This design comes from an exercise in tuning for small area and a short achievable clock period on the open sky130 flow, not from production work.
At most, simulation tests tie the RTL to the original design; equivalence was not proved.
No functional check of the RTL was part of runs 1 and 2.
Power figures rest on the tool's default switching activity, not on a simulated workload.

**design/flow/run.sh**
```bash
#!/bin/bash
# synth_recipe.tcl (not shown) runs the flow's synth.tcl, then flattens the netlist and writes it again
# the make line also repeats each setting of config.mk as NAME=value (left out here)
make -C /OpenROAD-flow-scripts/flow DESIGN_CONFIG=/design/flow/config.mk WORK_HOME=/design/flow/orfs CLKGATE_MAP_FILE= SYNTH_SCRIPT=/design/flow/synth_recipe.tcl finish
```
**design/flow/config.mk**
```make
export PLATFORM = sky130hd
export DESIGN_NAME = vx_conv
export DESIGN_NICKNAME = vx_conv
export VERILOG_FILES = /design/flow/design.v
export SDC_FILE = /design/flow/constraint.sdc
export NUM_CORES = 4
export LEC_CHECK = 0
export ABC_CLOCK_PERIOD_IN_PS = 10000
export CAP_MARGIN = 20
export CORE_MARGIN = 2
export CORE_UTILIZATION = 40
export SLEW_MARGIN = 20
```
**design/flow/constraint.sdc**
```tcl
create_clock -name core_clock -period 28.0 [get_ports {clk}]
set_input_delay 5.6000 -clock core_clock [delete_from_list [all_inputs] [get_ports {clk}]]
set_output_delay 5.6000 -clock core_clock [all_outputs]
set_load 0.01 [all_outputs]
```
**design/flow/design.v**
```verilog
module vx_conv (
    input  wire        clk,
    input  wire        rst,         
    input  wire        in_valid,
    input  wire [3:0]  in_src_fmt,
    input  wire [3:0]  in_dst_fmt,
    input  wire        in_blk,      
    input  wire [7:0]  in_s1,       
    input  wire [31:0] in_s2,       
    input  wire [31:0] in_data,     
    output reg         out_valid,
    output reg  [31:0] out_data,    
    output reg         out_sat,     
    output reg         out_nan,     
    output reg         out_rsv,     
    output reg         out_scale_inv,  
    output reg         out_err      
);
    localparam [3:0] F_FP32  = 4'h0, F_BF16 = 4'h1, F_FP16 = 4'h2,
                     F_FP8E4 = 4'h3, F_FP8E5 = 4'h4, F_INT8 = 4'h5,
                     F_FP4   = 4'h6, F_INT4  = 4'h7, F_T2   = 4'hA,
                     F_B1    = 4'hB;
    reg        r_valid;
    reg [3:0]  r_src, r_dst;
    reg        r_blk;
    reg [7:0]  r_s1;
    reg [31:0] r_s2, r_data;
    always @(posedge clk) begin
        if (rst) r_valid <= 1'b0;
        else     r_valid <= in_valid;
        r_src  <= in_src_fmt;
        r_dst  <= in_dst_fmt;
        r_blk  <= in_blk;
        r_s1   <= in_s1;
        r_s2   <= in_s2;
        r_data <= in_data;
    end
    wire s_fp32 = (r_src == F_FP32);
    wire s_bf16 = (r_src == F_BF16);
    wire s_fp16 = (r_src == F_FP16);
    wire s_e4   = (r_src == F_FP8E4);
    wire s_e5   = (r_src == F_FP8E5);
    wire s_i8   = (r_src == F_INT8);
    wire s_fp4  = (r_src == F_FP4);
    wire s_i4   = (r_src == F_INT4);
    wire s_t2   = (r_src == F_T2);
    wire s_b1   = (r_src == F_B1);
    wire src_ok = !r_src[3] || (r_src[3:1] == 3'b101);
    wire dst_ok = !r_dst[3] || (r_dst[3:1] == 3'b101);
    wire err    = !src_ok || !dst_ok;
    wire scaled = s_fp4 || s_i4 || s_t2 || (r_blk && (s_e4 || s_e5));
    wire [7:0] d8 = r_data[7:0];
    reg  [7:0]  a_ef;      
    reg  [23:0] a_sig;     
    reg  signed [9:0] a_bias;
    reg         a_fix;     
    reg  signed [9:0] a_fixe;
    always @* begin
        a_ef   = 8'd0;
        a_sig  = 24'd0;
        a_bias = 10'sd127;
        a_fix  = 1'b0;
        a_fixe = 10'sd0;
        if (scaled) begin
            a_ef  = r_s2[30:23];
            a_sig = {1'b0, r_s2[22:0]};
        end else if (s_fp32) begin
            a_ef  = r_data[30:23];
            a_sig = {1'b0, r_data[22:0]};
        end else if (s_bf16) begin
            a_ef  = r_data[14:7];
            a_sig = {1'b0, r_data[6:0], 16'd0};
        end else if (s_fp16) begin
            a_ef  = {3'd0, r_data[14:10]};
            a_sig = {1'b0, r_data[9:0], 13'd0};
            a_bias = 10'sd15;
        end else if (s_e4) begin
            a_ef  = {4'd0, d8[6:3]};
            a_sig = {1'b0, d8[2:0], 20'd0};
            a_bias = 10'sd7;
        end else if (s_e5) begin
            a_ef  = {3'd0, d8[6:2]};
            a_sig = {1'b0, d8[1:0], 21'd0};
            a_bias = 10'sd15;
        end else if (s_i8) begin
            a_sig = {(d8[7] ? (~d8 + 8'd1) : d8), 16'd0};
            a_fix = 1'b1;
            a_fixe = 10'sd7;
        end else begin  
            a_sig = {1'b1, 23'd0};
            a_fix = 1'b1;
        end
    end
    wire        a_h  = (a_ef != 8'd0);
    wire [23:0] a_v  = a_sig | {a_h, 23'd0};
    wire signed [9:0] a_e = a_fix ? a_fixe
                          : $signed({2'b00, a_ef[7:1], a_ef[0] | !a_h}) - a_bias;
    reg  [4:0]  lza;
    integer     i;
    always @* begin
        lza = 5'd0;
        for (i = 0; i < 24; i = i + 1)
            if (a_v[i]) lza = 5'd23 - i[4:0];
    end
    wire        a_zero = (a_v == 24'd0);
    wire [23:0] a_n    = a_v << lza;
    reg  [3:0]  c_sig;
    reg  signed [9:0] c_e;
    always @* begin
        c_sig = 4'd0;
        c_e   = 10'sd0;
        if (s_e4) begin
            c_sig = {d8[6:3] != 4'd0, d8[2:0]};
            c_e   = $signed({6'd0, d8[6:4], d8[3] | (d8[6:3] == 4'd0)}) - 10'sd10;
        end else if (s_e5) begin
            c_sig = {1'b0, d8[6:2] != 5'd0, d8[1:0]};
            c_e   = $signed({5'd0, d8[6:3], d8[2] | (d8[6:2] == 5'd0)}) - 10'sd17;
        end else if (s_fp4) begin
            c_sig = {2'b00, d8[2:1] != 2'd0, d8[0]};
            c_e   = $signed({8'd0, d8[2], d8[1] | !d8[2]}) - 10'sd2;
        end else if (s_i4) begin
            c_sig = d8[3] ? (~d8[3:0] + 4'd1) : d8[3:0];
        end else begin  
            c_sig = {3'd0, d8[0]};
        end
    end
    wire [3:0]  s1_sig = {r_s1[6:3] != 4'd0, r_s1[2:0]};
    wire signed [9:0] s1_e = $signed({6'd0, r_s1[6:4], r_s1[3] | (r_s1[6:3] == 4'd0)}) - 10'sd10;
    wire [7:0]  b_v = c_sig * s1_sig;
    reg  [2:0]  lzb;
    always @* begin
        lzb = 3'd0;
        for (i = 0; i < 8; i = i + 1)
            if (b_v[i]) lzb = 3'd7 - i[2:0];
    end
    wire [7:0]  b_n = b_v << lzb;
    wire signed [9:0] b_e = c_e + s1_e + 10'sd7 - $signed({7'd0, lzb});
    wire signed [9:0] eb = a_e - $signed({5'd0, lza}) + (scaled ? b_e : 10'sd0);
    wire d_nan32 = (r_data[30:23] == 8'hFF) && (r_data[22:0] != 23'd0);
    wire d_inf32 = (r_data[30:23] == 8'hFF) && (r_data[22:0] == 23'd0);
    wire d_nanbf = (r_data[14:7] == 8'hFF) && (r_data[6:0] != 7'd0);
    wire d_infbf = (r_data[14:7] == 8'hFF) && (r_data[6:0] == 7'd0);
    wire d_nan16 = (r_data[14:10] == 5'h1F) && (r_data[9:0] != 10'd0);
    wire d_inf16 = (r_data[14:10] == 5'h1F) && (r_data[9:0] == 10'd0);
    wire d_nane4 = (d8[6:0] == 7'h7F);
    wire d_nane5 = (d8[6:2] == 5'h1F) && (d8[1:0] != 2'd0);
    wire d_infe5 = (d8[6:2] == 5'h1F) && (d8[1:0] == 2'd0);
    reg c_nan, c_inf, c_sign;
    always @* begin
        c_nan  = 1'b0;
        c_inf  = 1'b0;
        c_sign = 1'b0;
        case (r_src)
            F_FP32:  begin c_nan = d_nan32; c_inf = d_inf32; c_sign = r_data[31]; end
            F_BF16:  begin c_nan = d_nanbf; c_inf = d_infbf; c_sign = r_data[15]; end
            F_FP16:  begin c_nan = d_nan16; c_inf = d_inf16; c_sign = r_data[15]; end
            F_FP8E4: begin c_nan = d_nane4; c_sign = d8[7]; end
            F_FP8E5: begin c_nan = d_nane5; c_inf = d_infe5; c_sign = d8[7]; end
            F_INT8:  c_sign = d8[7];
            F_FP4:   c_sign = d8[3];
            F_INT4:  c_sign = d8[3];
            F_T2:    c_sign = (d8[1:0] == 2'b11);
            F_B1:    c_sign = ~d8[0];
            default: ;
        endcase
    end
    wire c_rsv  = s_t2 && (d8[1:0] == 2'b10);
    wire s1_zero    = (r_s1 == 8'h00);
    wire s1_invalid = r_s1[7] || (r_s1 == 8'h7F);
    wire s2_nan  = (r_s2[30:23] == 8'hFF) && (r_s2[22:0] != 23'd0);
    wire s2_inf  = (r_s2[30:23] == 8'hFF) && (r_s2[22:0] == 23'd0);
    wire s2_zero = (r_s2[30:0] == 31'd0);
    wire c_zero  = (c_sig == 4'd0);
    reg v_nan, v_inf, v_sign, v_zero, v_sinv;
    always @* begin
        v_sinv = 1'b0;
        if (!scaled) begin
            v_nan  = c_nan;
            v_inf  = c_inf;
            v_sign = c_sign;
            v_zero = a_zero;
        end else if (s1_zero) begin
            v_nan  = 1'b0;
            v_inf  = 1'b0;
            v_sign = 1'b0;
            v_zero = 1'b1;
        end else if (s1_invalid) begin
            v_nan  = 1'b1;
            v_inf  = 1'b0;
            v_sign = 1'b0;
            v_zero = 1'b0;
            v_sinv = 1'b1;
        end else begin
            v_nan  = c_nan || s2_nan || (c_inf && s2_zero) || (s2_inf && c_zero);
            v_inf  = c_inf || s2_inf;
            v_sign = c_sign ^ r_s2[31];
            v_zero = c_zero || s2_zero;
        end
    end
    reg  [4:0]        t_mb;
    reg  signed [9:0] t_emin;
    reg  [7:0]        t_bias;
    always @* begin
        t_mb   = 5'd0;
        t_emin = 10'sd0;
        t_bias = 8'd0;
        case (r_dst)
            F_FP32:  begin t_mb = 5'd23; t_emin = -10'sd126; t_bias = 8'd127; end
            F_BF16:  begin t_mb = 5'd7;  t_emin = -10'sd126; t_bias = 8'd127; end
            F_FP16:  begin t_mb = 5'd10; t_emin = -10'sd14;  t_bias = 8'd15;  end
            F_FP8E4: begin t_mb = 5'd3;  t_emin = -10'sd6;   t_bias = 8'd7;   end
            F_FP8E5: begin t_mb = 5'd2;  t_emin = -10'sd14;  t_bias = 8'd15;  end
            F_FP4:   begin t_mb = 5'd1;  t_emin = 10'sd0;    t_bias = 8'd1;   end
            F_INT8:  begin t_mb = 5'd7;  t_emin = 10'sd7;    end
            F_INT4:  begin t_mb = 5'd3;  t_emin = 10'sd3;    end
            F_T2:    begin t_mb = 5'd1;  t_emin = 10'sd1;    end
            default: ;
        endcase
    end
    reg        p2_valid;
    reg [22:0] p2_a;
    reg [6:0]  p2_b;
    reg signed [9:0] p2_eb;
    reg [3:0]  p2_dst;
    reg [4:0]  p2_mb;
    reg signed [9:0] p2_emin;
    reg [7:0]  p2_bias;
    reg        p2_nan, p2_inf, p2_sign, p2_zero, p2_sinv, p2_rsv, p2_err;
    always @(posedge clk) begin
        if (rst) p2_valid <= 1'b0;
        else     p2_valid <= r_valid;
        p2_a    <= a_n[22:0];
        p2_b    <= scaled ? b_n[6:0] : 7'd0;
        p2_eb   <= eb;
        p2_dst  <= r_dst;
        p2_mb   <= t_mb;
        p2_emin <= t_emin;
        p2_bias <= t_bias;
        p2_nan  <= v_nan;
        p2_inf  <= v_inf;
        p2_sign <= v_sign;
        p2_zero <= v_zero;
        p2_sinv <= v_sinv;
        p2_rsv  <= c_rsv;
        p2_err  <= err;
    end
    wire [31:0] prod = {1'b1, p2_a} * {1'b1, p2_b};
    wire        p31  = prod[31];
    wire signed [9:0] dd  = p2_emin - p2_eb;
    wire signed [9:0] sdd = dd + 10'sd23 - $signed({5'd0, p2_mb});
    wire        sub  = (dd > 10'sd0);
    wire [4:0]  s_n  = 5'd23 - p2_mb + {4'd0, p31};
    wire [4:0]  s_sh = !sub ? s_n : ((sdd > 10'sd31) ? 5'd31 : sdd[4:0]);
    wire signed [9:0] e_true = p2_eb + {9'd0, p31};
    wire signed [9:0] e_bias = e_true + $signed({2'b00, p2_bias});
    wire        i_big  = (e_true > p2_emin);
    reg        p3_valid;
    reg [25:0] p3_x;
    reg        p3_st;
    reg [4:0]  p3_sh;
    reg        p3_norm;
    reg signed [9:0] p3_ebias;
    reg        p3_ibig;
    reg [3:0]  p3_dst;
    reg        p3_nan, p3_inf, p3_sign, p3_zero, p3_sinv, p3_rsv, p3_err;
    always @(posedge clk) begin
        if (rst) p3_valid <= 1'b0;
        else     p3_valid <= p2_valid;
        p3_x     <= prod[31:6];
        p3_st    <= |prod[5:0];
        p3_sh    <= s_sh;
        p3_norm  <= (dd <= 10'sd0) || (dd == 10'sd1 && p31);
        p3_ebias <= e_bias;
        p3_ibig  <= i_big;
        p3_dst   <= p2_dst;
        p3_nan   <= p2_nan;
        p3_inf   <= p2_inf;
        p3_sign  <= p2_sign;
        p3_zero  <= p2_zero;
        p3_sinv  <= p2_sinv;
        p3_rsv   <= p2_rsv;
        p3_err   <= p2_err;
    end
    wire [25:0] xs = p3_x >> p3_sh;
    wire [25:0] lost_mask = ~(26'h3FFFFFF << p3_sh);
    wire        stick = p3_st || |(p3_x & lost_mask);
    wire [24:0] rq    = xs[25:1];
    wire        rbit  = xs[0];
    wire [24:0] rqi   = rq + {24'd0, rbit & (stick | rq[0])};
    reg  [7:0]  fmax;
    reg         carry, hid;
    always @* begin
        fmax  = 8'd0;
        carry = 1'b0;
        hid   = 1'b0;
        case (p3_dst)
            F_FP32:  begin fmax = 8'd254; carry = rqi[24]; hid = rqi[23]; end
            F_BF16:  begin fmax = 8'd254; carry = rqi[8];  hid = rqi[7];  end
            F_FP16:  begin fmax = 8'd30;  carry = rqi[11]; hid = rqi[10]; end
            F_FP8E4: begin fmax = 8'd15;  carry = rqi[4];  hid = rqi[3];  end
            F_FP8E5: begin fmax = 8'd30;  carry = rqi[3];  hid = rqi[2];  end
            F_FP4:   begin fmax = 8'd3;   carry = rqi[2];  hid = rqi[1];  end
            default: ;
        endcase
    end
    wire signed [9:0] fe   = p3_ebias + {9'd0, carry};
    wire [7:0]  f_ebits    = p3_norm ? fe[7:0] : {7'd0, hid};
    wire        f_ovf      = !p3_zero && p3_norm &&
                             ((fe > $signed({2'b00, fmax})) ||
                              ((p3_dst == F_FP8E4) && (fe == 10'sd15) && (rqi[2:0] == 3'b111)));
    wire        i_big3 = p3_ibig;
    wire [8:0]  i_mag  = rqi[8:0];
    reg  [31:0] res;
    reg         sat, nanev;
    always @* begin
        res   = 32'd0;
        sat   = 1'b0;
        nanev = 1'b0;
        case (p3_dst)
            F_FP32: begin
                if (p3_nan)       res = 32'h7FC00000;
                else if (p3_inf)  res = {p3_sign, 8'hFF, 23'd0};
                else if (f_ovf)  begin res = {p3_sign, 8'hFE, 23'h7FFFFF}; sat = 1'b1; end
                else if (p3_zero) res = {p3_sign, 31'd0};
                else             res = {p3_sign, f_ebits, rqi[22:0]};
            end
            F_BF16: begin
                if (p3_nan)       res = 32'h7FC0;
                else if (p3_inf)  res = {16'd0, p3_sign, 8'hFF, 7'd0};
                else if (f_ovf)  begin res = {16'd0, p3_sign, 8'hFE, 7'h7F}; sat = 1'b1; end
                else if (p3_zero) res = {16'd0, p3_sign, 15'd0};
                else             res = {16'd0, p3_sign, f_ebits, rqi[6:0]};
            end
            F_FP16: begin
                if (p3_nan)       res = 32'h7E00;
                else if (p3_inf)  res = {16'd0, p3_sign, 5'h1F, 10'd0};
                else if (f_ovf)  begin res = {16'd0, p3_sign, 5'h1E, 10'h3FF}; sat = 1'b1; end
                else if (p3_zero) res = {16'd0, p3_sign, 15'd0};
                else             res = {16'd0, p3_sign, f_ebits[4:0], rqi[9:0]};
            end
            F_FP8E4: begin
                if (p3_nan)       res = 32'h7F;
                else if (p3_inf || f_ovf) begin res = {24'd0, p3_sign, 7'h7E}; sat = 1'b1; end
                else if (p3_zero) res = {24'd0, p3_sign, 7'd0};
                else             res = {24'd0, p3_sign, f_ebits[3:0], rqi[2:0]};
            end
            F_FP8E5: begin
                if (p3_nan)       res = 32'h7E;
                else if (p3_inf)  res = {24'd0, p3_sign, 5'h1F, 2'd0};
                else if (f_ovf)  begin res = {24'd0, p3_sign, 5'h1E, 2'h3}; sat = 1'b1; end
                else if (p3_zero) res = {24'd0, p3_sign, 7'd0};
                else             res = {24'd0, p3_sign, f_ebits[4:0], rqi[1:0]};
            end
            F_FP4: begin
                if (p3_nan)       begin res = 32'h0; nanev = 1'b1; end
                else if (p3_inf || f_ovf) begin res = {28'd0, p3_sign, 3'h7}; sat = 1'b1; end
                else if (p3_zero) res = {28'd0, p3_sign, 3'd0};
                else             res = {28'd0, p3_sign, f_ebits[1:0], rqi[0]};
            end
            F_INT8: begin
                if (p3_nan) begin res = 32'h0; nanev = 1'b1; end
                else if (p3_inf || (!p3_zero && (i_big3 ||
                         (!p3_sign && i_mag > 9'd127) || (p3_sign && i_mag > 9'd128)))) begin
                    res = p3_sign ? 32'h80 : 32'h7F;
                    sat = 1'b1;
                end else if (p3_zero) res = 32'h0;
                else res = {24'd0, p3_sign ? (~i_mag[7:0] + 8'd1) : i_mag[7:0]};
            end
            F_INT4: begin
                if (p3_nan) begin res = 32'h0; nanev = 1'b1; end
                else if (p3_inf || (!p3_zero && (i_big3 ||
                         (!p3_sign && i_mag > 9'd7) || (p3_sign && i_mag > 9'd8)))) begin
                    res = p3_sign ? 32'h8 : 32'h7;
                    sat = 1'b1;
                end else if (p3_zero) res = 32'h0;
                else res = {28'd0, p3_sign ? (~i_mag[3:0] + 4'd1) : i_mag[3:0]};
            end
            F_T2: begin
                if (p3_nan) begin res = 32'h0; nanev = 1'b1; end
                else if (p3_inf || (!p3_zero && (i_big3 || i_mag > 9'd1))) begin
                    res = p3_sign ? 32'h3 : 32'h1;
                    sat = 1'b1;
                end else if (p3_zero || i_mag == 9'd0) res = 32'h0;
                else res = p3_sign ? 32'h3 : 32'h1;
            end
            F_B1: begin
                if (p3_nan) begin res = 32'h1; nanev = 1'b1; end
                else begin
                    res = (p3_sign && !p3_zero) ? 32'h0 : 32'h1;
                    sat = p3_inf;
                end
            end
            default: ;
        endcase
    end
    always @(posedge clk) begin
        if (rst) out_valid <= 1'b0;
        else     out_valid <= p3_valid;
        out_data      <= p3_err ? 32'd0 : res;
        out_sat       <= !p3_err && sat;
        out_nan       <= !p3_err && nanev;
        out_rsv       <= !p3_err && p3_rsv;
        out_scale_inv <= !p3_err && p3_sinv;
        out_err       <= p3_err;
    end
endmodule
```
==> metrics.md, run 1 <==
| Metric | Value |
|---|---|
| Status | `no timing/DRC/antenna violations` |
| Antenna Nets Post-Route | `0` |
| PnR worst setup slack | `18,530 ps` |
| Port Buffers | `121` |
| Top Ports | `122` |
| Max clock buf depth | `3` |
| CTS sink cnt | `241` |
| Hold_buf cts | `0` |
| Avg Inst Size Synth | `8.59 sq um` |
| Bufs and invs on worst path | `6` |
| Slew @ Worst Pin | `1140 ps` |
| Number of synthesized flops with an enable pin | `0` |
| Sw power | `0.000850 W` |
| M1 WL | `27,700 microns` |
| DRC viols | `0` |
| DR iter-0 viols | `1,659` |
| P_int | `0.00108 W` |
| Via Count | `19.7k` |
| CP peak stage delay | `640 ps` |
| RSZ-0062 raised after global routing | `no` |
| Sw frac | `44.1%` |
| Setup crit end | `p2_eb[9]` |
| Largest net degree at the start of global routing | `60` |
| Met2 wire len | `31,900 microns` |
| Critical path capture point type | `register` |
| Total number of yosys warnings | `1` |
| Setup TNS | `0 ps` |
| Die width | `241 microns` |
| Worst Path Required | `28,440 ps` |
| Clk pwr share | `19.5%` |
| Stages on worst setup path | `37` |
| Die Area | `0.0581 sq mm` |
| Slew margin rel. | `23.0%` |
| CTS tree | `yes` |
| Gp weighted congestion | `0.958` |
| Die Height | `241 microns` |
| Tmin final | `9470 ps` |
| Std-Cell Rows | `86` |
| DR vias/cell | `5.72` |
| Vias in the first global route | `19.7k` |
| Seq/Total Area, Yosys | `21.5%` |
| Highest Signal Layer | `met4` |
| Critical path class | `register to register` |
| Worst vdd ir | `0.0000607 V` |
| F_max | `106 MHz` |
| LEAKAGE | `11.1 nW` |
| Antenna fix cells | `0` |
| Worst Path Arrival | `9910 ps` |
| Crit path max-delay family | `adder cells` |
| Clock-pin slew on the worst setup and hold paths | `60 ps` |
| Initial antenna violation count | `1` |
| Root Buffer Master | `clkbuf_16` |
| Nets | `3,067` |
| Initial Util | `40.6%` |
| Mapped Cells | `2,615` |
| Num CTS Buffers | `28` |
| Drt first pass iters | `6` |
| Worst Setup SP | `r_data[0]` |
| Slowest-stage cell, CP | `dfxtp_1` |
| WL/cell | `19.3 microns` |
| Endpoints failing setup | `0` |
| H-tree depth | `1` |
| Layout cells sized above 1 | `5.95%` |
| Worst hold margin | `325 ps` |
| Worst path most repeated cell | `inv_1` |
| Sequential share of power | `24.0%` |
| Final Hold Fails | `0` |
| Syn_nets | `3,012` |
| Max Cap Violations | `0` |
| Period utilisation layout | `33.8%` |
| Total global routing overflow | `0` |
| Final slew viol count | `0` |
| Worst-path fanout max | `13` |
| #FFs+latches synth | `241` |
| Placed wire-length estimate | `52,700 microns` |
| R2R Setup Slk | `18,530 ps` |
| Hold WC Path Type | `register to register` |
| Pre-CTS setup slack | `18,440 ps` |
| WL met3 | `3400 microns` |
| Filler cell count | `5,465` |
| RR Startpoint | `r_data[0]` |
| Routed Wire Length | `66,400 microns` |
| Fin util | `45.7%` |
| Cell area after synthesis | `0.0225 sq mm` |
| Worst-skew pair later-pin latency | `560 ps` |
| P per Cell Area | `76.4 mW/mm^2` |
| Async set or reset register ratio after synthesis | `0%` |
| P&R area growth vs syn | `12.4%` |
| Reg2reg path depth | `37` |
| Startpoint types | `register` |
| Library cells used by synthesis | `99` |
| Hold depth | `0` |
| Resized cells post-CTS | `0` |
| Top_reg_cell synth | `dfxtp_1` |
| Gr usage total | `22.7%` |
| Reg2reg end | `p2_eb[9]` |
| Core area | `0.0553 sq mm` |
| First-pass GRT wire length | `106,000 microns` |
| Post-CTS Setup Bufs | `0` |
| Final Skew | `17.2 ps` |
| Combinational share of power | `56.5%` |
worst min-delay path by stage:
stage              start   endpoint  slack (ps)
4_1_cts        p2_dst[3]  p3_dst[3]         330
3_3_place_gp   p2_dst[3]  p3_dst[3]         310
3_5_place_dp   p2_dst[3]  p3_dst[3]         310
5_1_grt           p2_nan     p3_nan         330
2_1_floorplan  p2_dst[0]  p3_dst[0]         310
6_report       p2_dst[3]  p3_dst[3]         320
cell usage after synthesis (all sizes together) (10+ instances only):
cell,n,area (sq um)
nor2b,36,225
ha,164,2050
a21oi,154,771
nor3,65,330
o211ai,17,128
nor4b,11,103
and3,23,144
mux2i,98,981
nor4,31,194
xor2,45,413
a221oi,13,114
o21ai,107,539
a22oi,15,113
a21o,37,279
fa,149,2980
dfxtp,241,4820
nand4,17,106
a22o,14,123
nand3,57,298
or2,15,93.8
buf,37,236
o21bai,24,180
xnor2,80,734
o22ai,29,181
and2,139,870
mux4,19,428
nand2b,23,144
clkbuf,81,304
mux2,22,251
nor2,205,769
nand2,182,683
a2111oi,10,87.6
inv,215,807
or3,16,100
o21a,22,165
o31ai,14,105
a31oi,22,144
a211oi,21,170
area by class of cell:
| type | instances | area [sq um] | share of cell area, % |
|---|---|---|---|
| clock inverters | 13 | 180 | 0.714 |
| clock buffers | 37 | 786 | 3.11 |
| inverters | 218 | 818 | 3.24 |
| flip-flops and latches | 241 | 4830 | 19.1 |
| repair buffers | 143 | 1380 | 5.45 |
| multi-input cells | 2038 | 16300 | 64.7 |
| well taps | 748 | 936 | 3.71 |
cell usage in the layout (no fill, tap or decap), types with 19 or more instances in the layout:
| cell type | count |
|---|---|
| mux4_2 | 19 |
| xor2_1 | 44 |
| nor2b_1 | 36 |
| buf_4 | 22 |
| nand2_1 | 181 |
| nor3_1 | 63 |
| a211oi_1 | 20 |
| mux2i_1 | 98 |
| o21bai_1 | 24 |
| dfxtp_1 | 239 |
| nor4_1 | 31 |
| a21o_1 | 36 |
| clkdlybuf4s50_1 | 121 |
| o21a_1 | 22 |
| a31oi_1 | 21 |
| ha_1 | 164 |
| and3_1 | 23 |
| nand3_1 | 56 |
| fa_1 | 149 |
| o21ai_0 | 104 |
| clkbuf_16 | 29 |
| a21oi_1 | 154 |
| o22ai_1 | 29 |
| and2_1 | 139 |
| inv_1 | 211 |
| nand2b_1 | 23 |
| mux2_2 | 21 |
| xnor2_1 | 77 |
| nor2_1 | 204 |
through the flow:
| stage | total power (W) | area, sq um | cells |
|---|---|---|---|
| 3_5_place_dp | 0.00155 | 24300 | 3388 |
| 6_report | 0.00193 | 25300 | 3438 |
| 4_1_cts | 0.00194 | 25300 | 3438 |
| 5_1_grt | 0.00208 | 25300 | 3438 |
| 2_1_floorplan | 0.00128 | 22500 | 2615 |
| 3_3_place_gp | 0.00153 | 24300 | 3388 |
routing by layer:
metal,vias up,global-route usage [%]
met5,-,0
met3,169,2.55
li1,9337,-
met2,704,39.2
met4,0,10.6
met1,9443,28.3
state kept, by name, indices dropped and copies added (netlist names), 4 cells and up:
| name | cells |
|---|---|
| out_data | 32 |
| p2_a | 23 |
| p2_b | 7 |
| p2_bias | 4 |
| p2_dst | 4 |
| p2_eb | 10 |
| p2_emin | 5 |
| p2_mb | 4 |
| p3_dst | 4 |
| p3_ebias | 10 |
| p3_sh | 5 |
| p3_x | 26 |
| r_data | 32 |
| r_dst | 4 |
| r_s1 | 8 |
| r_s2 | 32 |
| r_src | 4 |
cell families after synthesis:
group                    Yosys count  share of synthesized area, %
AND/OR/NAND/NOR                  860                          19.5
AO/OA/AOI/OAI                    600                          18.0
multiplexers                     139                          7.39
flip-flops                       241                          21.5
buffers and inverters            336                          6.05
adder cells (fa/ha/maj)          314                          22.4
XOR/XNOR                         125                          5.11
power groups by stage:
stage,Sequential [W],Clock (W),Combinational [W]
floorplan,0.000442,0,0.000841
global placement,0.000469,0,0.00106
detailed placement,0.000470,0,0.00108
CTS,0.000463,0.000386,0.00109
global route,0.000471,0.000398,0.00121
finish,0.000464,0.000376,0.00109
==> run 2, diff against run 1 <==
--- a/design/flow/design.v
+++ b/design/flow/design.v
@@ -53,13 +53,7 @@
     reg  [7:0]  a_ef;      
     reg  [23:0] a_sig;     
-    reg  signed [9:0] a_bias;
-    reg         a_fix;     
-    reg  signed [9:0] a_fixe;
     always @* begin
         a_ef   = 8'd0;
         a_sig  = 24'd0;
-        a_bias = 10'sd127;
-        a_fix  = 1'b0;
-        a_fixe = 10'sd0;
         if (scaled) begin
             a_ef  = r_s2[30:23];
@@ -74,26 +68,19 @@
             a_ef  = {3'd0, r_data[14:10]};
             a_sig = {1'b0, r_data[9:0], 13'd0};
-            a_bias = 10'sd15;
         end else if (s_e4) begin
             a_ef  = {4'd0, d8[6:3]};
             a_sig = {1'b0, d8[2:0], 20'd0};
-            a_bias = 10'sd7;
         end else if (s_e5) begin
             a_ef  = {3'd0, d8[6:2]};
             a_sig = {1'b0, d8[1:0], 21'd0};
-            a_bias = 10'sd15;
         end else if (s_i8) begin
             a_sig = {(d8[7] ? (~d8 + 8'd1) : d8), 16'd0};
-            a_fix = 1'b1;
-            a_fixe = 10'sd7;
         end else begin  
             a_sig = {1'b1, 23'd0};
-            a_fix = 1'b1;
         end
     end
     wire        a_h  = (a_ef != 8'd0);
     wire [23:0] a_v  = a_sig | {a_h, 23'd0};
-    wire signed [9:0] a_e = a_fix ? a_fixe
-                          : $signed({2'b00, a_ef[7:1], a_ef[0] | !a_h}) - a_bias;
+    wire [7:0]  a_e1 = {a_ef[7:1], a_ef[0] | (!a_h && !s_i8 && !s_b1)};
     reg  [4:0]  lza;
     integer     i;
@@ -106,17 +93,17 @@
     wire [23:0] a_n    = a_v << lza;
     reg  [3:0]  c_sig;
-    reg  signed [9:0] c_e;
+    reg  [4:0]  c_e1;      
     always @* begin
         c_sig = 4'd0;
-        c_e   = 10'sd0;
+        c_e1  = 5'd0;
         if (s_e4) begin
             c_sig = {d8[6:3] != 4'd0, d8[2:0]};
-            c_e   = $signed({6'd0, d8[6:4], d8[3] | (d8[6:3] == 4'd0)}) - 10'sd10;
+            c_e1  = {1'b0, d8[6:4], d8[3] | (d8[6:3] == 4'd0)};
         end else if (s_e5) begin
             c_sig = {1'b0, d8[6:2] != 5'd0, d8[1:0]};
-            c_e   = $signed({5'd0, d8[6:3], d8[2] | (d8[6:2] == 5'd0)}) - 10'sd17;
+            c_e1  = {d8[6:3], d8[2] | (d8[6:2] == 5'd0)};
         end else if (s_fp4) begin
             c_sig = {2'b00, d8[2:1] != 2'd0, d8[0]};
-            c_e   = $signed({8'd0, d8[2], d8[1] | !d8[2]}) - 10'sd2;
+            c_e1  = {3'd0, d8[2], d8[1] | !d8[2]};
         end else if (s_i4) begin
             c_sig = d8[3] ? (~d8[3:0] + 4'd1) : d8[3:0];
@@ -126,5 +113,5 @@
     end
     wire [3:0]  s1_sig = {r_s1[6:3] != 4'd0, r_s1[2:0]};
-    wire signed [9:0] s1_e = $signed({6'd0, r_s1[6:4], r_s1[3] | (r_s1[6:3] == 4'd0)}) - 10'sd10;
+    wire [3:0]  s1_e1  = {r_s1[6:4], r_s1[3] | (r_s1[6:3] == 4'd0)};
     wire [7:0]  b_v = c_sig * s1_sig;
     reg  [2:0]  lzb;
@@ -135,6 +122,30 @@
     end
     wire [7:0]  b_n = b_v << lzb;
-    wire signed [9:0] b_e = c_e + s1_e + 10'sd7 - $signed({7'd0, lzb});
-    wire signed [9:0] eb = a_e - $signed({5'd0, lza}) + (scaled ? b_e : 10'sd0);
+    wire signed [9:0] x_emin =
+        (r_dst == F_FP32 || r_dst == F_BF16)  ? -10'sd126 :
+        (r_dst == F_FP16 || r_dst == F_FP8E5) ? -10'sd14  :
+        (r_dst == F_FP8E4) ? -10'sd6 :
+        (r_dst == F_INT8)  ? 10'sd7  :
+        (r_dst == F_INT4)  ? 10'sd3  :
+        (r_dst == F_T2)    ? 10'sd1  : 10'sd0;
+    reg  signed [9:0] x_src;
+    always @* begin
+        x_src = 10'sd0;
+        if (scaled) begin
+            if (s_e4)       x_src = 10'sd127 + 10'sd13;
+            else if (s_e5)  x_src = 10'sd127 + 10'sd20;
+            else if (s_fp4) x_src = 10'sd127 + 10'sd5;
+            else            x_src = 10'sd127 + 10'sd3;
+        end else if (s_fp32 || s_bf16) x_src = 10'sd127;
+        else if (s_fp16 || s_e5)       x_src = 10'sd15;
+        else if (s_e4)                 x_src = 10'sd7;
+        else if (s_i8)                 x_src = -10'sd7;
+        else                           x_src = 10'sd0;
+    end
+    wire [4:0]  c_x  = scaled ? c_e1 : 5'd0;
+    wire [3:0]  s1_x = scaled ? s1_e1 : 4'd0;
+    wire [2:0]  lzb_x = scaled ? lzb : 3'd0;
+    wire signed [9:0] xx = x_emin + x_src - $signed({2'b00, a_e1}) - $signed({5'd0, c_x})
+                         - $signed({6'd0, s1_x}) + $signed({5'd0, lza}) + $signed({7'd0, lzb_x});
     wire d_nan32 = (r_data[30:23] == 8'hFF) && (r_data[22:0] != 23'd0);
     wire d_inf32 = (r_data[30:23] == 8'hFF) && (r_data[22:0] == 23'd0);
@@ -198,32 +209,9 @@
         end
     end
-    reg  [4:0]        t_mb;
-    reg  signed [9:0] t_emin;
-    reg  [7:0]        t_bias;
-    always @* begin
-        t_mb   = 5'd0;
-        t_emin = 10'sd0;
-        t_bias = 8'd0;
-        case (r_dst)
-            F_FP32:  begin t_mb = 5'd23; t_emin = -10'sd126; t_bias = 8'd127; end
-            F_BF16:  begin t_mb = 5'd7;  t_emin = -10'sd126; t_bias = 8'd127; end
-            F_FP16:  begin t_mb = 5'd10; t_emin = -10'sd14;  t_bias = 8'd15;  end
-            F_FP8E4: begin t_mb = 5'd3;  t_emin = -10'sd6;   t_bias = 8'd7;   end
-            F_FP8E5: begin t_mb = 5'd2;  t_emin = -10'sd14;  t_bias = 8'd15;  end
-            F_FP4:   begin t_mb = 5'd1;  t_emin = 10'sd0;    t_bias = 8'd1;   end
-            F_INT8:  begin t_mb = 5'd7;  t_emin = 10'sd7;    end
-            F_INT4:  begin t_mb = 5'd3;  t_emin = 10'sd3;    end
-            F_T2:    begin t_mb = 5'd1;  t_emin = 10'sd1;    end
-            default: ;
-        endcase
-    end
     reg        p2_valid;
     reg [22:0] p2_a;
     reg [6:0]  p2_b;
-    reg signed [9:0] p2_eb;
+    reg signed [9:0] p2_x;
     reg [3:0]  p2_dst;
-    reg [4:0]  p2_mb;
-    reg signed [9:0] p2_emin;
-    reg [7:0]  p2_bias;
     reg        p2_nan, p2_inf, p2_sign, p2_zero, p2_sinv, p2_rsv, p2_err;
     always @(posedge clk) begin
@@ -232,9 +220,6 @@
         p2_a    <= a_n[22:0];
         p2_b    <= scaled ? b_n[6:0] : 7'd0;
-        p2_eb   <= eb;
+        p2_x    <= xx;
         p2_dst  <= r_dst;
-        p2_mb   <= t_mb;
-        p2_emin <= t_emin;
-        p2_bias <= t_bias;
         p2_nan  <= v_nan;
         p2_inf  <= v_inf;
@@ -247,12 +232,24 @@
     wire [31:0] prod = {1'b1, p2_a} * {1'b1, p2_b};
     wire        p31  = prod[31];
-    wire signed [9:0] dd  = p2_emin - p2_eb;
-    wire signed [9:0] sdd = dd + 10'sd23 - $signed({5'd0, p2_mb});
-    wire        sub  = (dd > 10'sd0);
-    wire [4:0]  s_n  = 5'd23 - p2_mb + {4'd0, p31};
+    wire [4:0]  t_mb =
+        (p2_dst == F_FP32)  ? 5'd23 :
+        (p2_dst == F_BF16 || p2_dst == F_INT8) ? 5'd7 :
+        (p2_dst == F_FP16)  ? 5'd10 :
+        (p2_dst == F_FP8E4 || p2_dst == F_INT4) ? 5'd3 :
+        (p2_dst == F_FP8E5) ? 5'd2 :
+        (p2_dst == F_FP4 || p2_dst == F_T2) ? 5'd1 : 5'd0;
+    wire [7:0]  t_fmax =
+        (p2_dst == F_FP32 || p2_dst == F_BF16)  ? 8'd254 :
+        (p2_dst == F_FP16 || p2_dst == F_FP8E5) ? 8'd30  :
+        (p2_dst == F_FP8E4) ? 8'd15 :
+        (p2_dst == F_FP4)   ? 8'd3  : 8'd0;
+    wire [4:0]  t_base = 5'd23 - t_mb;
+    wire signed [9:0] sdd = p2_x + $signed({5'd0, t_base});
+    wire        sub  = (p2_x > 10'sd0);
+    wire [4:0]  s_n  = t_base + {4'd0, p31};
     wire [4:0]  s_sh = !sub ? s_n : ((sdd > 10'sd31) ? 5'd31 : sdd[4:0]);
-    wire signed [9:0] e_true = p2_eb + {9'd0, p31};
-    wire signed [9:0] e_bias = e_true + $signed({2'b00, p2_bias});
-    wire        i_big  = (e_true > p2_emin);
+    wire signed [9:0] ebn  = 10'sd1 - p2_x + $signed({9'd0, p31});
+    wire        norm = (p2_x <= 10'sd0) || (p2_x == 10'sd1 && p31);
+    wire        i_big = (p2_x < 10'sd0) || (p2_x == 10'sd0 && p31);
     reg        p3_valid;
     reg [25:0] p3_x;
@@ -260,5 +257,6 @@
     reg [4:0]  p3_sh;
     reg        p3_norm;
-    reg signed [9:0] p3_ebias;
+    reg [7:0]  p3_ebn;
+    reg        p3_ovf0, p3_eqm;
     reg        p3_ibig;
     reg [3:0]  p3_dst;
@@ -270,6 +268,8 @@
         p3_st    <= |prod[5:0];
         p3_sh    <= s_sh;
-        p3_norm  <= (dd <= 10'sd0) || (dd == 10'sd1 && p31);
-        p3_ebias <= e_bias;
+        p3_norm  <= norm;
+        p3_ebn   <= ebn[7:0];
+        p3_ovf0  <= ebn > $signed({2'b00, t_fmax});
+        p3_eqm   <= ebn == $signed({2'b00, t_fmax});
         p3_ibig  <= i_big;
         p3_dst   <= p2_dst;
@@ -288,25 +288,23 @@
     wire        rbit  = xs[0];
     wire [24:0] rqi   = rq + {24'd0, rbit & (stick | rq[0])};
-    reg  [7:0]  fmax;
     reg         carry, hid;
     always @* begin
-        fmax  = 8'd0;
         carry = 1'b0;
         hid   = 1'b0;
         case (p3_dst)
-            F_FP32:  begin fmax = 8'd254; carry = rqi[24]; hid = rqi[23]; end
-            F_BF16:  begin fmax = 8'd254; carry = rqi[8];  hid = rqi[7];  end
-            F_FP16:  begin fmax = 8'd30;  carry = rqi[11]; hid = rqi[10]; end
-            F_FP8E4: begin fmax = 8'd15;  carry = rqi[4];  hid = rqi[3];  end
-            F_FP8E5: begin fmax = 8'd30;  carry = rqi[3];  hid = rqi[2];  end
-            F_FP4:   begin fmax = 8'd3;   carry = rqi[2];  hid = rqi[1];  end
+            F_FP32:  begin carry = rqi[24]; hid = rqi[23]; end
+            F_BF16:  begin carry = rqi[8];  hid = rqi[7];  end
+            F_FP16:  begin carry = rqi[11]; hid = rqi[10]; end
+            F_FP8E4: begin carry = rqi[4];  hid = rqi[3];  end
+            F_FP8E5: begin carry = rqi[3];  hid = rqi[2];  end
+            F_FP4:   begin carry = rqi[2];  hid = rqi[1];  end
             default: ;
         endcase
     end
-    wire signed [9:0] fe   = p3_ebias + {9'd0, carry};
-    wire [7:0]  f_ebits    = p3_norm ? fe[7:0] : {7'd0, hid};
+    wire [7:0]  fe         = p3_ebn + {7'd0, carry};
+    wire [7:0]  f_ebits    = p3_norm ? fe : {7'd0, hid};
     wire        f_ovf      = !p3_zero && p3_norm &&
-                             ((fe > $signed({2'b00, fmax})) ||
-                              ((p3_dst == F_FP8E4) && (fe == 10'sd15) && (rqi[2:0] == 3'b111)));
+                             (p3_ovf0 || (p3_eqm && (carry ||
+                              ((p3_dst == F_FP8E4) && (rqi[2:0] == 3'b111)))));
     wire        i_big3 = p3_ibig;
     wire [8:0]  i_mag  = rqi[8:0];
==> run 2 against run 1 <==
Effect of this change: combinational power down 24%; critical path depth is 7 lower; area after synthesis is 5.5% lower; largest power group unchanged.
==> metrics.md, run 2 <==
| Metric | Value |
|---|---|
| First-pass GRT wire length | `100,000 microns` |
| Fin util | `45.4%` |
| Hold depth | `0` |
| Antenna fix cells | `0` |
| Clock-pin slew on the worst setup and hold paths | `60 ps` |
| CTS tree | `yes` |
| Highest Signal Layer | `met4` |
| Post-synthesis cell type with the largest combined area | `dfxtp_1` |
| P per Cell Area | `68.4 mW/mm^2` |
| Number of synthesized flops with an enable pin | `0` |
| Hold WC Path Type | `register to register` |
| Status | `no timing/DRC/antenna violations` |
| Sw frac | `42.7%` |
| Hold_buf cts | `0` |
| Worst Path Arrival | `8800 ps` |
| Met2 wire len | `30,400 microns` |
| Die width | `234 microns` |
| Post-CTS Setup Bufs | `0` |
| Reg2reg path depth | `30` |
| WL met3 | `3110 microns` |
| DR iter-0 viols | `1,458` |
| Antenna Nets Post-Route | `0` |
| Final slew viol count | `0` |
| #FFs+latches synth | `228` |
| DRC viols | `0` |
| Num CTS Buffers | `25` |
| Top Registers | `out_data: 32 flops, r_data: 32 flops, r_s2: 32 flops` |
| Slew @ Worst Pin | `1190 ps` |
| Final Skew | `18.5 ps` |
| Worst Path Required | `28,430 ps` |
| Startpoint types | `register` |
| Placed wire-length estimate | `49,400 microns` |
| Top cells by area, synth | `dfxtp_1 21%, fa_1 15%, ha_1 6.7%, and2_1 4.4%, inv_1 4.1%` |
| Initial Util | `40.4%` |
| Top cell type's share of synthesized area | `21.5%` |
| Critical path capture point type | `register` |
| Worst vdd ir | `0.0000685 V` |
| Seq/Total Area, Yosys | `21.5%` |
| Sequential share of power | `28.1%` |
| Core area | `0.0526 sq mm` |
| DR vias/cell | `5.79` |
| Vias in the first global route | `18.5k` |
| Worst hold margin | `322 ps` |
| Nets | `2,890` |
| F_max | `119 MHz` |
| Hold wc startpoint | `p2_sinv` |
| H-tree depth | `1` |
| Std-Cell Rows | `84` |
| Library cells used by synthesis | `98` |
| Largest net degree at the start of global routing | `61` |
| Async set or reset register ratio after synthesis | `0%` |
| Setup TNS | `0 ps` |
| CP peak stage delay | `860 ps` |
| Most frequent cells in the layout | `230 x inv_1, 225 x dfxtp_1, 190 x nor2_1, 184 x nand2_1, 162 x fa_1` |
| Reg2reg end | `p3_ovf0` |
| Combinational share of power | `51.1%` |
| LEAKAGE | `9.84 nW` |
| Critical path class | `register to register` |
| Slowest-stage cell, CP | `dfxtp_1` |
| Routed Wire Length | `63,300 microns` |
| WL/cell | `19.5 microns` |
| Commonest cells in the netlist | `230 x inv_1, 228 x dfxtp_1, 190 x nor2_1` |
| Worst path most repeated cell | `a21oi_1` |
| CTS sink cnt | `228` |
| Syn_nets | `2,838` |
| Root Buffer Master | `clkbuf_16` |
| Max clock buf depth | `3` |
| Endpoints failing setup | `0` |
| Worst Setup SP | `p2_b[6]` |
| Gr usage total | `22.8%` |
| RSZ-0062 raised after global routing | `no` |
| Sw power | `0.000696 W` |
| Period utilisation layout | `29.9%` |
| Port Buffers | `121` |
| Tmin final | `8380 ps` |
| Die Height | `234 microns` |
| Final Hold Fails | `0` |
| Via Count | `18.7k` |
| Hold path endpoint | `p3_sinv` |
| Avg Inst Size Synth | `8.57 sq um` |
| P_int | `0.000935 W` |
| Gp weighted congestion | `0.947` |
| Initial antenna violation count | `0` |
| Crit path max-delay family | `adder cells` |
| M1 WL | `27,200 microns` |
| Count leader, synth | `inv_1` |
| Total number of yosys warnings | `1` |
| Bufs and invs on worst path | `1` |
| Clk pwr share | `20.8%` |
| RR Startpoint | `p2_b[6]` |
| Drt first pass iters | `6` |
| Top Ports | `122` |
| Slew margin rel. | `19.9%` |
| Resized cells post-CTS | `0` |
| R2R Setup Slk | `19,620 ps` |
| Max Cap Violations | `0` |
| Worst-path fanout max | `24` |
| Cell area after synthesis | `0.0212 sq mm` |
| Worst-skew pair later-pin latency | `560 ps` |
| Total global routing overflow | `0` |
| Die Area | `0.0550 sq mm` |
| Mapped Cells | `2,479` |
| Layout cells sized above 1 | `5.88%` |
| Most common cell after layout, fill and taps aside | `inv_1` |
| Top_reg_cell synth | `dfxtp_1` |
| P&R area growth vs syn | `12.3%` |
run 2: cell count changes in the layout (fill, tap and decap cells not counted), moves of 17 or more:
cell	previous run	this run
xnor2_1	77	53
mux2i_1	98	65
ha_1	164	113
inv_1	211	230
a22oi_1	15	32
a21oi_1	154	137
run 2: how the worst max path moves through the flow:
stage	to	slack [ps]	depth (start not counted)
after CTS	p3_ovf0	19620	30
after detailed placement	p3_ovf0	19660	30
after global routing	p3_ovf0	19080	30
final	p3_ovf0	19620	30
after floorplan	p3_ovf0	20860	31
after global placement	p3_ovf0	19840	30
run 2: cell type report:
| cell class | instances | area [sq um] |
|---|---|---|
| Sequential cell | 228 | 4570 |
| Multi-Input combinational cell | 1898 | 15300 |
| Timing Repair Buffer | 144 | 1380 |
| Tap cell | 688 | 861 |
| Clock inverter | 12 | 164 |
| Fill cell | 5216 | 28700 |
| Clock buffer | 34 | 699 |
| Inverter | 234 | 878 |
run 2: worst register-to-register path: cells and delay by family (launching register included):
family	cells	cell delay, ps
xor+xnor	2	540
fa+ha+maj	8	3150
flops	1	860
buf+inv	1	60
compound gates	14	2930
simple gates	5	710
run 2: cell families (layout without fill, tap and decap cells):
kind of cell / after synthesis / after routing / share of synthesized area (%)
compound gates: 603 / 603 / 19.4
xor+xnor: 82 / 82 / 3.38
fa+ha+maj: 275 / 275 / 21.9
buf+inv: 353 / 424 / 6.60
flops: 228 / 228 / 21.5
mux: 114 / 114 / 7.34
simple gates: 824 / 824 / 19.8
run 2: per-layer routing:
layer | up-vias | track usage [%]
met1 | 9081 | 28.9
li1 | 8833 | -
met2 | 677 | 39.8
met3 | 149 | 2.62
met4 | 0 | 8.47
met5 | - | 0
run 2: power groups by stage:
stage	registers, W	clock network [W]	logic (W)
5_1_grt	0.000468	0.000361	0.000922
4_1_cts	0.000457	0.000350	0.000825
6_report	0.000459	0.000339	0.000833
3_5_place_dp	0.000465	0	0.000820
2_1_floorplan	0.000428	0	0.000642
3_3_place_gp	0.000462	0	0.000809
run 2: through the flow:
stage               worst slack (ps)  area, sq um  std cells  total power (W)
global placement               19840        23000       3192          0.00127
global route                   19080        23800       3238          0.00175
floorplan                      20860        21200       2479          0.00107
CTS                            19620        23800       3238          0.00163
detailed placement             19660        23000       3192          0.00128
finish                         19620        23800       3238          0.00163
==> run 3, diff against run 2 <==
--- a/design/flow/design.v
+++ b/design/flow/design.v
@@ -146,6 +146,6 @@
     wire [3:0]  s1_x = scaled ? s1_e1 : 4'd0;
     wire [2:0]  lzb_x = scaled ? lzb : 3'd0;
-    wire signed [9:0] xx = x_emin + x_src - $signed({2'b00, a_e1}) - $signed({5'd0, c_x})
-                         - $signed({6'd0, s1_x}) + $signed({5'd0, lza}) + $signed({7'd0, lzb_x});
+    wire signed [9:0] xk = x_emin + x_src - $signed({2'b00, a_e1}) - $signed({5'd0, c_x})
+                         - $signed({6'd0, s1_x});
     wire d_nan32 = (r_data[30:23] == 8'hFF) && (r_data[22:0] != 23'd0);
     wire d_inf32 = (r_data[30:23] == 8'hFF) && (r_data[22:0] == 23'd0);
@@ -212,5 +212,7 @@
     reg [22:0] p2_a;
     reg [6:0]  p2_b;
-    reg signed [9:0] p2_x;
+    reg signed [9:0] p2_k;
+    reg [4:0]  p2_lza;
+    reg [2:0]  p2_lzb;
     reg [3:0]  p2_dst;
     reg        p2_nan, p2_inf, p2_sign, p2_zero, p2_sinv, p2_rsv, p2_err;
@@ -220,5 +222,7 @@
         p2_a    <= a_n[22:0];
         p2_b    <= scaled ? b_n[6:0] : 7'd0;
-        p2_x    <= xx;
+        p2_k    <= xk;
+        p2_lza  <= lza;
+        p2_lzb  <= lzb_x;
         p2_dst  <= r_dst;
         p2_nan  <= v_nan;
@@ -239,25 +243,16 @@
         (p2_dst == F_FP8E5) ? 5'd2 :
         (p2_dst == F_FP4 || p2_dst == F_T2) ? 5'd1 : 5'd0;
-    wire [7:0]  t_fmax =
-        (p2_dst == F_FP32 || p2_dst == F_BF16)  ? 8'd254 :
-        (p2_dst == F_FP16 || p2_dst == F_FP8E5) ? 8'd30  :
-        (p2_dst == F_FP8E4) ? 8'd15 :
-        (p2_dst == F_FP4)   ? 8'd3  : 8'd0;
+    wire signed [9:0] p2_x = p2_k + $signed({5'd0, p2_lza}) + $signed({7'd0, p2_lzb});
     wire [4:0]  t_base = 5'd23 - t_mb;
+    wire [4:0]  t_base1 = 5'd24 - t_mb;
     wire signed [9:0] sdd = p2_x + $signed({5'd0, t_base});
     wire        sub  = (p2_x > 10'sd0);
-    wire [4:0]  s_n  = t_base + {4'd0, p31};
-    wire [4:0]  s_sh = !sub ? s_n : ((sdd > 10'sd31) ? 5'd31 : sdd[4:0]);
-    wire signed [9:0] ebn  = 10'sd1 - p2_x + $signed({9'd0, p31});
-    wire        norm = (p2_x <= 10'sd0) || (p2_x == 10'sd1 && p31);
-    wire        i_big = (p2_x < 10'sd0) || (p2_x == 10'sd0 && p31);
+    wire [4:0]  s_sub = (sdd > 10'sd31) ? 5'd31 : sdd[4:0];
+    wire [4:0]  s_sh = sub ? s_sub : (p31 ? t_base1 : t_base);
     reg        p3_valid;
     reg [25:0] p3_x;
     reg        p3_st;
     reg [4:0]  p3_sh;
-    reg        p3_norm;
-    reg [7:0]  p3_ebn;
-    reg        p3_ovf0, p3_eqm;
-    reg        p3_ibig;
+    reg signed [9:0] p3_xe;
     reg [3:0]  p3_dst;
     reg        p3_nan, p3_inf, p3_sign, p3_zero, p3_sinv, p3_rsv, p3_err;
@@ -268,9 +263,5 @@
         p3_st    <= |prod[5:0];
         p3_sh    <= s_sh;
-        p3_norm  <= norm;
-        p3_ebn   <= ebn[7:0];
-        p3_ovf0  <= ebn > $signed({2'b00, t_fmax});
-        p3_eqm   <= ebn == $signed({2'b00, t_fmax});
-        p3_ibig  <= i_big;
+        p3_xe    <= p2_x;
         p3_dst   <= p2_dst;
         p3_nan   <= p2_nan;
@@ -282,4 +273,16 @@
         p3_err   <= p2_err;
     end
+    wire [7:0]  t_fmax =
+        (p3_dst == F_FP32 || p3_dst == F_BF16)  ? 8'd254 :
+        (p3_dst == F_FP16 || p3_dst == F_FP8E5) ? 8'd30  :
+        (p3_dst == F_FP8E4) ? 8'd15 :
+        (p3_dst == F_FP4)   ? 8'd3  : 8'd0;
+    wire        p31_3  = p3_x[25];
+    wire signed [9:0] ebn  = 10'sd1 - p3_xe + $signed({9'd0, p31_3});
+    wire signed [9:0] ebn1 = 10'sd2 - p3_xe + $signed({9'd0, p31_3});
+    wire        p3_norm = (p3_xe <= 10'sd0) || (p3_xe == 10'sd1 && p31_3);
+    wire        p3_ibig = (p3_xe < 10'sd0) || (p3_xe == 10'sd0 && p31_3);
+    wire        p3_ovf0 = ebn > $signed({2'b00, t_fmax});
+    wire        p3_eqm  = ebn == $signed({2'b00, t_fmax});
     wire [25:0] xs = p3_x >> p3_sh;
     wire [25:0] lost_mask = ~(26'h3FFFFFF << p3_sh);
@@ -302,5 +305,5 @@
         endcase
     end
-    wire [7:0]  fe         = p3_ebn + {7'd0, carry};
+    wire [7:0]  fe         = carry ? ebn1[7:0] : ebn[7:0];
     wire [7:0]  f_ebits    = p3_norm ? fe : {7'd0, hid};
     wire        f_ovf      = !p3_zero && p3_norm &&
==> design/flow/flow/run.sh (new file) <==
#!/bin/bash
# Layout flow: the standard flow (standard synthesis, floorplan, place,
# CTS, route), except that the port buffers that global placement inserts
# on every input and output are the small sky130_fd_sc_hd__buf_1 instead of
# the flow's default pick (a clkdlybuf4s50 delay cell).
# Each tool's full output is kept under orfs/logs/; the make output is in
# flow_make.log in this folder.
set -euo pipefail
echo 'export BUFFER_PORTS_ARGS = -buffer_cell sky130_fd_sc_hd__buf_1' >> config.mk
bash standard.sh finish > flow_make.log 2>&1
==> design/flow/standard.sh (new file) <==
#!/bin/bash
# synth_recipe.tcl (not shown) runs the flow's synth.tcl, then flattens the netlist and writes it again
# the make line also repeats each setting of config.mk as NAME=value (left out here)
make -C /OpenROAD-flow-scripts/flow DESIGN_CONFIG=/design/flow/config.mk WORK_HOME=/design/flow/orfs CLKGATE_MAP_FILE= SYNTH_SCRIPT=/design/flow/synth_recipe.tcl "${@:-finish}"
--- a/design/flow/config.mk
+++ b/design/flow/config.mk
@@ -11,2 +11,3 @@
 export CORE_UTILIZATION = 40
 export SLEW_MARGIN = 20
+export BUFFER_PORTS_ARGS = -buffer_cell sky130_fd_sc_hd__buf_1
removed: design/flow/run.sh
==> run 3 against run 2 <==
Effect of this change: worst hold slack improved by 3.8 ps; critical endpoint is now out_valid; largest cell class unchanged; setup slack improved by 1800 ps; via count decreased by 2.8%; largest power group unchanged.
==> metrics.md, run 3 <==
| Metric | Value |
|---|---|
| Slew @ Worst Pin | `1040 ps` |
| Combinational share of power | `52.8%` |
| Routing usage on met1 | `27.9%` |
| Library cells used by synthesis | `93` |
| Max Cap Violations | `0` |
| LEAKAGE | `9.77 nW` |
| P per Cell Area | `74.6 mW/mm^2` |
| DR iter-0 viols | `1,742` |
| Slew margin rel. | `30.6%` |
| Placed wire-length estimate | `45,700 microns` |
| Hold_buf cts | `0` |
| Setup TNS | `0 ps` |
| Max clock buf depth | `3` |
| First-pass GRT wire length | `94,400 microns` |
| P&R area growth vs syn | `8.86%` |
| Endpoints failing setup | `0` |
| Top cell type's share of synthesized area | `22.3%` |
| Cell area after synthesis | `0.0210 sq mm` |
| Worst-path fanout max | `1` |
| CP peak stage delay | `310 ps` |
| Post-synthesis cell type with the largest combined area | `dfxtp_1` |
| Tmin final | `6610 ps` |
| Clk pwr share | `19.8%` |
| Via Count | `18.2k` |
| Top Ports | `122` |
| DR vias/cell | `5.67` |
| Top_reg_cell synth | `dfxtp_1` |
| Syn_nets | `2,807` |
| Num CTS Buffers | `25` |
| Async set or reset register ratio after synthesis | `0%` |
| Antenna Nets Post-Route | `0` |
| Startpoint types | `register` |
| Seq/Total Area, Yosys | `22.3%` |
| Largest net degree at the start of global routing | `64` |
| RSZ-0062 raised after global routing | `no` |
| Crit path max-delay family | `flip-flops` |
| CP cell instances | `buf_1` |
| Period utilisation layout | `23.6%` |
| Sequential share of power | `27.4%` |
| Most common cell after layout, fill and taps aside | `dfxtp_1` |
| GR Util met3 | `2.87%` |
| Layout cells sized above 1 | `6.38%` |
| Slowest-stage cell, CP | `dfxtp_1` |
| Commonest cells in the netlist | `234 x dfxtp_1, 211 x nand2_1, 196 x inv_1` |
| Worst vdd ir | `0.0000652 V` |
| Fin area | `0.0229 sq mm` |
| Final Hold Fails | `0` |
| Filler cell count | `5,153` |
| Die Area | `0.0544 sq mm` |
| Worst Path Required | `22,400 ps` |
| Root Buffer Master | `clkbuf_16` |
| DRC viols | `0` |
| Final Skew | `10.1 ps` |
| GR peak layer | `met2` |
| Top Registers | `out_data: 32 flops, r_data: 32 flops, r_s2: 32 flops` |
| Final slew viol count | `0` |
| Sw power | `0.000752 W` |
| Status | `no timing/DRC/antenna violations` |
| WL/cell | `18.2 microns` |
| #FFs+latches synth | `234` |
| Critical path class | `register to primary output` |
| Number of synthesized flops with an enable pin | `0` |
| Routed Wire Length | `58,500 microns` |
| Avg Inst Size Synth | `8.57 sq um` |
| Die Height | `233 microns` |
| Std-Cell Rows | `84` |
| Worst-skew pair later-pin latency | `540 ps` |
| Total global routing overflow | `0` |
| Count leader, synth | `dfxtp_1` |
| Initial antenna violation count | `1` |
| Worst Path Arrival | `1010 ps` |
| Clock-pin slew on the worst setup and hold paths | `70 ps` |
| Met2 GRT Util | `36.3%` |
| Sw frac | `44.0%` |
| Vias in the first global route | `17.9k` |
| Initial Util | `40.2%` |
| Antenna fix cells | `0` |
| Mapped Cells | `2,453` |
| Resized cells post-CTS | `0` |
| Critical path capture point type | `primary output` |
| F_max | `151 MHz` |
| Post-layout power | `0.00171 W` |
| Post-CTS Setup Bufs | `0` |
| Core area | `0.0522 sq mm` |
| Gr usage total | `21.3%` |
| Gp weighted congestion | `0.989` |
| Total number of yosys warnings | `1` |
| Worst hold margin | `326 ps` |
| Drt first pass iters | `6` |
| Port Buffers | `121` |
| CTS tree | `yes` |
| DP Area | `0.0220 sq mm` |
| Hold WC Path Type | `register to register` |
| Bufs and invs on worst path | `1` |
| Most frequent cells in the layout | `231 x dfxtp_1, 211 x nand2_1, 196 x inv_1, 192 x nor2_1, 158 x fa_1` |
| P_int | `0.000956 W` |
| H-tree depth | `1` |
| CTS sink cnt | `234` |
| Nets | `2,860` |
| Top cells by area, synth | `dfxtp_1 22%, fa_1 15%, ha_1 6.7%, mux2i_1 4.6%, and2_1 4.4%` |
| Die width | `233 microns` |
run 3: changes by cell type in the layout (fill, tap and decap cells not counted), moves of 16 or more:
cell	delta
buf_1	+121
clkdlybuf4s50_1	-121
inv_1	-34
mux2i_1	+32
nand2_1	+27
a21o_1	-17
mux2_2	+16
run 3: cell type report:
type                    instances  area, sq um  area share, %
clock buffers                  34          729           3.19
repair buffers                141          604           2.64
well taps                     688          861           3.76
flip-flops and latches        234         4690           20.5
clock inverters                11          130          0.569
multi-input cells            1905        15100           66.1
inverters                     199          747           3.26
run 3: logic make-up (layout without fill, tap and decap cells):
kind of cell	Yosys count	after routing	synth area share (%)
AND/OR/NAND/NOR	862	862	20.7
XOR/XNOR	84	84	3.50
buffers and inverters	314	385	5.83
AO/OA/AOI/OAI	540	540	17.3
flip-flops	234	234	22.3
multiplexers	149	149	8.58
adder cells (fa/ha/maj)	270	270	21.7
run 3: power by group through the flow:
stage          Clock (W)  Combinational [W]  Sequential (W)
2_1_floorplan          0           0.000706        0.000432
3_3_place_gp           0           0.000876        0.000472
3_5_place_dp           0           0.000887        0.000473
4_1_cts         0.000350           0.000892        0.000466
5_1_grt         0.000361           0.000995        0.000477
6_report        0.000338           0.000902        0.000468
run 3: routing by layer:
layer	wire, microns	share of wire [%]
met4	1790	3.1
met2	27700	47
met5	0	0
met3	3750	6.4
met1	25300	43
run 3: through the flow:
step / worst slack (ps) / util, % / std cells
final: 21390 / 43.8 / 3212
after global routing: 21010 / 43.8 / 3212
after CTS: 21340 / 43.8 / 3212
after detailed placement: 21640 / 42.2 / 3167
after global placement: 21740 / 42.2 / 3167
after floorplan: 22070 / - / 2453
run 3: final timing paths:
check | from | end | slack [ps] | cells past startpoint
worst max-delay path | out_valid | out_valid | 21390 | 1
worst min-delay path | p2_sign | p3_sign | 330 | 0
worst max register to register | r_src[2] | p2_k[9] | 21480 | 21
worst min register to register | p2_sign | p3_sign | 330 | 0
==> run 4, diff against run 3 <==
==> design/flow/run.sh (new file) <==
#!/bin/bash
# synth_recipe.tcl (not shown) runs the flow's synth.tcl, then flattens the netlist and writes it again
# the make line also repeats each setting of config.mk as NAME=value (left out here)
make -C /OpenROAD-flow-scripts/flow DESIGN_CONFIG=/design/flow/config.mk WORK_HOME=/design/flow/orfs CLKGATE_MAP_FILE= SYNTH_SCRIPT=/design/flow/synth_recipe.tcl finish
--- a/design/flow/config.mk
+++ b/design/flow/config.mk
@@ -11,3 +11,2 @@
 export CORE_UTILIZATION = 40
 export SLEW_MARGIN = 20
-export BUFFER_PORTS_ARGS = -buffer_cell sky130_fd_sc_hd__buf_1
removed: design/flow/flow/run.sh
removed: design/flow/standard.sh
==> run 4 against run 3 <==
Effect of this change: setup slack worse by 380 ps; combinational power rose by 2%; sequential cell count unchanged; maximum frequency is 5.5% lower; synthesized cell count unchanged; power up 3.6%; critical path depth unchanged; area after synthesis is the same; highest routed layer unchanged; sequential share of layout area decreased by 0.78 points; first-iteration DRC count shrank 5.7%; worst hold slack got worse by 3.8 ps; utilization up 1.7 points.
==> metrics.md, run 4 <==
| Metric | Value |
|---|---|
| Mapped Cells | `2,453` |
| DP Area | `0.0228 sq mm` |
| Die width | `233 microns` |
| Setup TNS | `0 ps` |
| Reg2reg end | `p3_x[24]` |
| Top cell type's share of synthesized area | `22.3%` |
| DR iter-0 viols | `1,642` |
| Commonest cells in the netlist | `234 x dfxtp_1, 211 x nand2_1, 196 x inv_1` |
| Vias in the first global route | `18.2k` |
| P per Cell Area | `74.4 mW/mm^2` |
| Largest net degree at the start of global routing | `64` |
| DRC viols | `0` |
| Max Cap Violations | `0` |
| Worst Path Arrival | `1390 ps` |
| CTS tree | `yes` |
| Post-Synth Adder-Cell Area | `21.7%` |
| Placed wire-length estimate | `46,700 microns` |
| Critical path capture point type | `primary output` |
| Top Registers | `out_data: 32 flops, r_data: 32 flops, r_s2: 32 flops` |
| Fin area | `0.0238 sq mm` |
| Gr usage total | `21.7%` |
| Fin util | `45.5%` |
| Top cells by area, synth | `dfxtp_1 22%, fa_1 15%, ha_1 6.7%, mux2i_1 4.6%, and2_1 4.4%` |
| Final Hold Fails | `0` |
| Hold path endpoint | `p3_err` |
| Port Buffers | `121` |
| RSZ-0062 raised after global routing | `no` |
| First-pass GRT wire length | `96,000 microns` |
| Main combinational cell family by area after synthesis | `adder cells` |
| Status | `no timing/DRC/antenna violations` |
| Number of synthesized flops with an enable pin | `0` |
| CTS sink cnt | `234` |
| Period utilisation layout | `25.0%` |
| Initial Util | `40.2%` |
| CP cell instances | `clkdlybuf4s50_1` |
| Bufs and invs on worst path | `1` |
| Antenna Nets Post-Route | `0` |
| Max clock buf depth | `3` |
| Count leader, synth | `dfxtp_1` |
| F_max | `143 MHz` |
| Std-Cell Rows | `84` |
| Async set or reset register ratio after synthesis | `0%` |
| Clock-pin slew on the worst setup and hold paths | `60 ps` |
| Initial antenna violation count | `0` |
| Avg Inst Size Synth | `8.57 sq um` |
| Total number of yosys warnings | `1` |
| H-tree depth | `1` |
| DR vias/cell | `5.64` |
| Top_reg_cell synth | `dfxtp_1` |
| Num CTS Buffers | `27` |
| Post-synthesis cell type with the largest combined area | `dfxtp_1` |
| Library cells used by synthesis | `93` |
| Core area | `0.0522 sq mm` |
| Hold_buf cts | `0` |
| Worst-path fanout max | `1` |
| Most common cell after layout, fill and taps aside | `dfxtp_1` |
| Total global routing overflow | `0` |
| Crit path max-delay family | `buffers and inverters` |
| Worst Path Required | `22,400 ps` |
| Die Area | `0.0544 sq mm` |
| Filler cell count | `5,072` |
| CP peak stage delay | `530 ps` |
| RR Startpoint | `p2_b[5]` |
| Via Count | `18.1k` |
| Post-CTS Setup Bufs | `0` |
| Final slew viol count | `0` |
| Gp weighted congestion | `0.928` |
| Top Ports | `122` |
| Die Height | `233 microns` |
| Post-synthesis mux area share | `8.58%` |
| Most frequent cells in the layout | `231 x dfxtp_1, 211 x nand2_1, 196 x inv_1, 192 x nor2_1, 158 x fa_1` |
| Reg2reg path depth | `19` |
| Nets | `2,864` |
| Final Skew | `10.6 ps` |
| Worst vdd ir | `0.0000459 V` |
| Root Buffer Master | `clkbuf_16` |
| Routed Wire Length | `59,500 microns` |
| Cell area after synthesis | `0.0210 sq mm` |
| Hold WC Path Type | `register to register` |
| Post-Synth Simple-Gate Area | `20.7%` |
| Hold depth | `0` |
| #FFs+latches synth | `234` |
| Syn_nets | `2,807` |
| LEAKAGE | `10.2 nW` |
| Multi-input gate area | `0.0151 sq mm` |
| Tmin final | `6990 ps` |
| Critical path class | `register to primary output` |
| R2R Setup Slk | `21,810 ps` |
| Synth Area in Compound Gates | `17.3%` |
| Antenna fix cells | `0` |
| Worst-skew pair later-pin latency | `550 ps` |
| Endpoints failing setup | `0` |
| Seq/Total Area, Yosys | `22.3%` |
| Drt first pass iters | `5` |
| Hold wc startpoint | `p2_err` |
| P&R area growth vs syn | `13.1%` |
| Worst hold margin | `322 ps` |
| Synth Area in XOR/XNOR | `3.50%` |
| Register area | `0.00469 sq mm` |
| Layout cells sized above 1 | `6.64%` |
| Slew @ Worst Pin | `1020 ps` |
| Startpoint types | `register` |
| WL/cell | `18.5 microns` |
| Slew margin rel. | `31.3%` |
| Resized cells post-CTS | `0` |
| Slowest-stage cell, CP | `clkdlybuf4s50_1` |
==> run 4: cell families (layout without fill, tap and decap cells) <==
group,Yosys count,in the layout
and+or+nand+nor,862,862
AOI/OAI and AO/OA,540,540
buffers and inverters,314,390
adders and majority gates,270,270
DFF,234,234
muxes,149,149
xor gates and xnor gates,84,84
==> run 4: stage by stage <==
step | std cells | total power [W] | setup slack [ps]
2_1_floorplan | 2453 | 0.00114 | 22070
3_3_place_gp | 3169 | 0.00137 | 21580
3_5_place_dp | 3169 | 0.00138 | 21560
4_1_cts | 3217 | 0.00177 | 20970
5_1_grt | 3217 | 0.00190 | 20960
6_report | 3217 | 0.00177 | 21010
==> run 4: how the worst max path moves through the flow <==
stage,start,slack [ps],cells past startpoint,end
floorplan,out_data[0],22070,0,out_data[0]
global placement,out_valid,21580,1,out_valid
detailed placement,out_err,21560,1,out_err
CTS,out_err,20970,1,out_err
global route,out_err,20960,1,out_err
finish,out_err,21010,1,out_err
==> run 4: area by class of cell <==
cell class	instances	share of cell area (%)
Tap cell	688	3.62
Timing Repair Buffer	143	5.79
Inverter	199	3.14
Clock inverter	18	1.16
Sequential cell	234	19.7
Clock buffer	30	3.01
Multi-Input combinational cell	1905	63.6
==> run 4: per-layer routing <==
layer  share of wire (%)  vias to the layer above  track usage [%]
met3                 5.0                       98             1.99
met5                   0                        -                0
li1                    -                     8680                -
met2                  49                      605             37.9
met1                  44                     8765             28.6
met4                 2.7                        0             6.07
==> run 4: power breakdown <==
| group | total (W) | switching (W) | internal (W) |
|---|---|---|---|
| combinational | 0.000921 | 0.000542 | 0.000379 |
| sequential | 0.000465 | 0.0000796 | 0.000385 |
| clock | 0.000383 | 0.000142 | 0.000242 |

Check on run 4: ideal ports give 21.007 ns setup slack; a clkbuf_16 on the clock port and buf_2 on the inputs give 20.951 ns; moving port delays by the midpoint clock arrival (0.599 ns) as well gives 21.550 ns.
